Context: an optimization exercise on an open-source flow, tuned for small area. The choices shown serve that exercise and are no tape-out recipe. The RTL was checked by simulation tests, not by an equivalence proof against the original design. Power and IR drop assume default switching activity.

the previous run:
// afe_chain
module afe_chain (
    input  wire               clk,
    input  wire               rst,
    input  wire               start,
    input  wire               bit_valid,
    input  wire               bit_in,
    input  wire        [7:0]  sinc_r_m1,
    input  wire               fir_dec,
    input  wire        [4:0]  sh0,
    input  wire        [4:0]  sh1,
    input  wire        [4:0]  sh2,
    input  wire        [4:0]  sh3,
    input  wire               coef_we,
    input  wire        [5:0]  coef_addr,
    input  wire        [19:0] coef_data,
    output wire               y0_valid,
    output wire signed [23:0] y0,
    output wire               y0_sat,
    output wire               y_valid,
    output wire signed [23:0] y,
    output wire               y_sat
);
Size in the first run: ~8,800 cells after synthesis, about 3,700 flip-flops, about 110,000 sq um of cells after synthesis.
clock: 15.0 ns
lec_check: 0
abc_area: 1
cap_margin: 20
cell_pad_in_sites_detail_placement: 0
cell_pad_in_sites_global_placement: 0
core_margin: 2
core_utilization: 65
cts_cluster_diameter: 100
cts_cluster_size: 27
place_density: 0.75
slew_margin: 20
run.sh (not shown) runs the stock make flow with config.mk's settings and CLKGATE_MAP_FILE= SYNTH_SCRIPT=/design/flow/synth_recipe.tcl, a recipe that flattens the netlist after the stock synthesis.
diff inputs: the previous run => the current run
-- flow/design.v --
<<< the previous run, line 269
    reg               carry, t23, sat, sgn;
    wire [4:0] sh = stg ? sh2 : sh1;
    wire       eng_end = busy && (c == 7'd71);
    wire a0 = stg ? x2       : x1;
    wire b1 = stg ? e2[0][0] : e1[0][0];
>>> the current run, line 269
    reg               carry, t23, sat, sgn;
    wire [4:0] sh = stg ? sh2 : sh1;
    wire [6:0] jl = (sh > 5'd24) ? 7'd72 : 7'd48;
    wire       eng_end = busy && (c == jl - 7'd1);
    wire a0 = stg ? x2       : x1;
    wire b1 = stg ? e2[0][0] : e1[0][0];
<<< the previous run, line 423
);
    localparam AccW = 50;
    localparam [1:0] IDLE = 2'd0, EMIT = 2'd1, PRE = 2'd2, CLR = 2'd3;
    reg [19:0] cr [0:62];
    reg [19:0] ce;
>>> the current run, line 424
);
    localparam AccW = 50;
    localparam [1:0] IDLE = 2'd0, EMIT = 2'd1, PRE = 2'd2;
    reg [19:0] cr [0:62];
    reg [19:0] ce;
<<< the previous run, line 461
    reg        pend, pend_out;
    reg        fph, flf, curf;
    wire       clearing = (st == CLR);    
    reg        need_pre;
    reg [23:0] dr [0:62];
>>> the current run, line 462
    reg        pend, pend_out;
    reg        fph, flf, curf;
    reg        clearing;
    reg [5:0]  ccnt;
    reg        need_pre;
    reg [23:0] dr [0:62];
<<< the previous run, line 531
    always @(posedge clk) begin
        if (rst || clr) begin
            st        <= clr ? CLR : IDLE;
            cnt       <= 6'd0;
            dg        <= 2'd3;
>>> the current run, line 533
    always @(posedge clk) begin
        if (rst || clr) begin
            st        <= IDLE;
            cnt       <= 6'd0;
            dg        <= 2'd3;
<<< the previous run, line 540
            flf       <= 1'b0;
            curf      <= 1'b0;
            need_pre  <= 1'b0;
            out_valid <= 1'b0;
>>> the current run, line 542
            flf       <= 1'b0;
            curf      <= 1'b0;
            clearing  <= clr;
            ccnt      <= 6'd0;
            need_pre  <= 1'b0;
            out_valid <= 1'b0;
<<< the previous run, line 546
        end else begin
            out_valid <= 1'b0;
            if (in_valid) begin
                pend     <= 1'b1;
>>> the current run, line 550
        end else begin
            out_valid <= 1'b0;
            if (clearing) begin
                ccnt <= ccnt + 6'd1;
                if (ccnt == 6'd62)
                    clearing <= 1'b0;
            end
            if (in_valid) begin
                pend     <= 1'b1;
<<< the previous run, line 612
                    end
                end
                default: begin    
                    cnt <= cnt + 6'd1;
                    if (cnt == 6'd62)
                        st <= IDLE;
                end
            endcase
        end
>>> the current run, line 621
                    end
                end
                default: st <= IDLE;
            endcase
        end
[summary]
Per the comparison of the current run with the previous run, length of routed wiring on met1 +2500 microns, setup slack -0.090 ns, highest clock rate -about 0.6%, register-to-register slack +0.09 ns.
Compared with the previous run, the current run shows a clock power that is about 0.8% higher.
The current run: critical path depth 13% above the previous run
Post-placement cell area was lower in the run labelled the previous run.
The estimated power of the current run ends up lower than the estimate for the previous run.
Taking the previous run as the reference point, the post-synthesis sequential area ratio of the current run falls by 0.21 points.
Lower share of the cycle needed by the critical path after routing was reported by the previous run, not the current run.
Count of non-CTS inverters in the layout was lower in the run labelled the previous run.
There was hardly any difference in area fraction in compound gates after synthesis between the previous run and the current run.
On first-iteration DRC count, the current run and the previous run are neck and neck.
The current run vs the previous run — fraction of the core area covered by cells at the end of the flow rose 0.17 points.

re-timing with driven ports:
Ports are ideal in the flow. The routed layouts listed here were re-timed in OpenROAD.
Step 1 assumes that a clkbuf_16 drives the clock port and a buf_2 every other input.
Step 2 moves the port delays by t, midway between the first and last clock arrival at a register: inputs arrive t later, outputs are due t later. That takes back most of the time a late clock gives input paths.
Three values: ideal ports, drivers, drivers and shift; two values: the first two.
| run | t, ns | setup WS [ns] | hold WS [ns] | clock arrival spread, ns |
|---|---|---|---|---|
| the previous run | 0.908 | 0.773 / 0.749 / 0.749 | 0.293 / 0.293 / 0.293 | 0.058 / 0.058 |
| the current run | 0.924 | 0.683 / 0.639 / 0.639 | 0.322 / 0.322 / 0.322 | 0.049 / 0.049 |
After both steps setup and hold are still met in every run listed. For the current run, which loses most, drivers alone change the setup slack by -0.044 ns; drivers and shift together by -0.044 ns.
